Source: an optimization exercise on an open RTL-to-GDS flow (aim: small area, a short achievable clock period and few clock cycles per item). Production flows keep margins and buffers that such runs may drop.
Function was checked by simulation only, so behaviour that the tests miss may differ from the original.
No activity file was given, so power comes from the tool's default toggle rates.

## wip/fjord
// rts_benes_solver
module rts_benes_solver #(
    parameter LOGN = 5,
    parameter N    = 1 << LOGN
) (
    input  wire                         clk,
    input  wire                         rst,
    input  wire                         start,
    input  wire [N-1:0]                 chart_valid,
    input  wire [N*LOGN-1:0]            chart_east,
    output wire                         ready,
    output reg                          done,
    output wire [2*(2*LOGN-1)*(N/2)-1:0] states
);
    localparam STAGES = 9;
    localparam HALF   = 16;
    localparam CELLS  = 144;
    localparam [1:0] P_IDLE = 2'd0, P_FILL = 2'd1, P_WALK = 2'd2;
    reg  [1:0]   phase;
    reg  [1:0]   lvl;                
    reg  [1:0]   grp;                
    reg  [159:0] p;                  
    reg  [31:0]  XF;                 
    reg  [31:0]  XB;                 
    reg  [3:0]   flag;               
    reg  [15:0]  asg;                
    reg  [15:0]  cin;                
    reg  [4:0]   eq1, eq2;           
    reg          q1v, q2v;
    reg  [CELLS-1:0] cr;             
    reg  [31:0]  vst;                
    reg  [31:0]  used;               
    assign ready = (phase == P_IDLE);
    function integer rotl5;
        input integer x;
        input integer n;
        begin
            rotl5 = ((x << n) | (x >> (5 - n))) & 31;
        end
    endfunction
    function integer lowline;        
        input integer r;
        input integer d;
        begin
            lowline = (r % (1 << d)) + ((r >> d) << (d + 1));
        end
    endfunction
    function [31:0] below;
        input [31:0] v;
        reg [31:0] o;
        integer sh, b;
        begin
            o = v;
            for (sh = 1; sh < 32; sh = sh * 2)
                for (b = 0; b < 32; b = b + 1)
                    if ((b & sh) != 0)
                        o[b] = o[b] | o[(b & ~(sh - 1)) - 1];
            below = {o[30:0], 1'b0};
        end
    endfunction
    function [63:0] low2;
        input [31:0] v;
        reg [31:0] b1, v2;
        begin
            b1 = below(v);
            v2 = v & b1;
            low2[31:0]  = v & ~b1;
            low2[63:32] = v2 & ~below(v2);
        end
    endfunction
    function [4:0] enc32;
        input [31:0] v;
  ...
Size in the first run: about 7000 cells after synthesis, ~480 flip-flops, about 0.041 sq mm of cells after synthesis.
Settings: LEC_CHECK=0, ABC_AREA=1, CAP_MARGIN=40, CORE_MARGIN=2, CORE_UTILIZATION=32, CTS_BUF_LIST=sky130_fd_sc_hd__clkbuf_8, PLACE_DENSITY=0.5, SETUP_SLACK_MARGIN=5, SLEW_MARGIN=40; clock period 10.0 ns.
standard.sh (not shown) runs the stock make flow with config.mk's settings and CLKGATE_MAP_FILE= SYNTH_SCRIPT=/design/flow/synth_recipe.tcl, a recipe that flattens the netlist after the stock synthesis.
==> flow/flow/run.sh <==
#!/bin/bash
# Layout flow: the standard flow, unchanged except that the buffer placed
# on every input and output port is the platform's smallest buffer cell
# (sky130_fd_sc_hd__buf_1) instead of the default choice.
# standard.sh logs every ORFS step under orfs/logs; its own output goes to
# standard.log here.
export BUFFER_PORTS_ARGS="-buffer_cell sky130_fd_sc_hd__buf_1"
bash standard.sh > standard.log 2>&1
Testbench counts of wip/fjord, summed over its fixed seeds: cycles 8,515, solves 384.
What wip/sierra does differently from wip/fjord at the input level:
Settings: removing CTS_BUF_LIST (formerly sky130_fd_sc_hd__clkbuf_8).
Findings:
The final cell count reported for wip/sierra is smaller than that of wip/fjord by 57.
wip/sierra vs wip/fjord — critical path depth rose 13.
Looking at proportion of total power due to net switching, wip/sierra sits below wip/fjord.
A destination of the critical timing path of ready is what wip/fjord shows, while flag[2] belongs to wip/sierra.
| wire length after detailed routing | wip/sierra vs wip/fjord | about 0.46% lower |
wip/sierra -> wip/fjord: relative area of non-clock buffer cells in the final design flat
Looking at wip/fjord and wip/sierra, the final worst slack is a wash.
Reported for wip/fjord and wip/sierra, number of post-CTS setup repair buffers turned out identical to the last digit.
wip/sierra falls short of wip/fjord in total power after layout.
The maximum achievable frequency of wip/sierra and that of wip/fjord are within noise of each other.
## Diff of input files: wip/violet against wip/sierra
==> flow/run.sh (new file) <==
#!/bin/bash
# synth_recipe.tcl (not shown) runs the flow's synth.tcl, then flattens the netlist and writes it again
# the make line also repeats each setting of config.mk as NAME=value (left out here)
make -C /OpenROAD-flow-scripts/flow DESIGN_CONFIG=/design/flow/config.mk WORK_HOME=/design/flow/orfs CLKGATE_MAP_FILE= SYNTH_SCRIPT=/design/flow/synth_recipe.tcl finish
removed: flow/flow/run.sh
removed: flow/standard.sh
==> notes.md <==
- On worst setup slack after placement, wip/sierra beats wip/violet.
- Delta (wip/violet minus wip/sierra): delay of the slowest cell on the worst path fell by 0.06 ns; minimum clock period after layout rose by 0.095 ns; post-route cell area rose by about 7%; non-clock buffer count rose by 19; wire length on met2 rose by 4.8%.
- NOTE first-pass GRT wire length wip/sierra->wip/violet increased by a few percent
- In wip/violet the worst setup slack turned out 0.095 ns lower than in wip/sierra.

## afterwards: timing with drivers on the ports
The results above use ideal ports. As a check the final layouts listed here were re-extracted and re-timed, cells and wires unchanged. Step 1 assumes that a clkbuf_16 drives the clock port and a buf_2 every other input. Step 2 adds t to the input delays and takes it off the output delays; t is the mean of the earliest and latest rising clock arrival at the registers after step 1. Input paths then give back, and output paths get back, about the clock's delay inside the block. a / b / c = ideal ports / drivers / drivers and shift; a / b = the first two.
| run | shift t [ns] | setup WS [ns] | worst slew at a driven data input, ns | cell pins on the clock port's net |
|---|---|---|---|---|
| wip/fjord | 0.921 | 4.906 / 4.827 / 4.370 | 0.11 | 1 |
| wip/sierra | 0.777 | 4.908 / 4.908 / 4.495 | 0.11 | 1 |
| wip/violet | 0.805 | 4.813 / 4.813 / 4.165 | 0.13 | 1 |
After both steps every run listed still meets setup and hold. The setup slack of wip/violet, which loses most, moves by 0.000 ns with the drivers and by -0.648 ns with both steps.
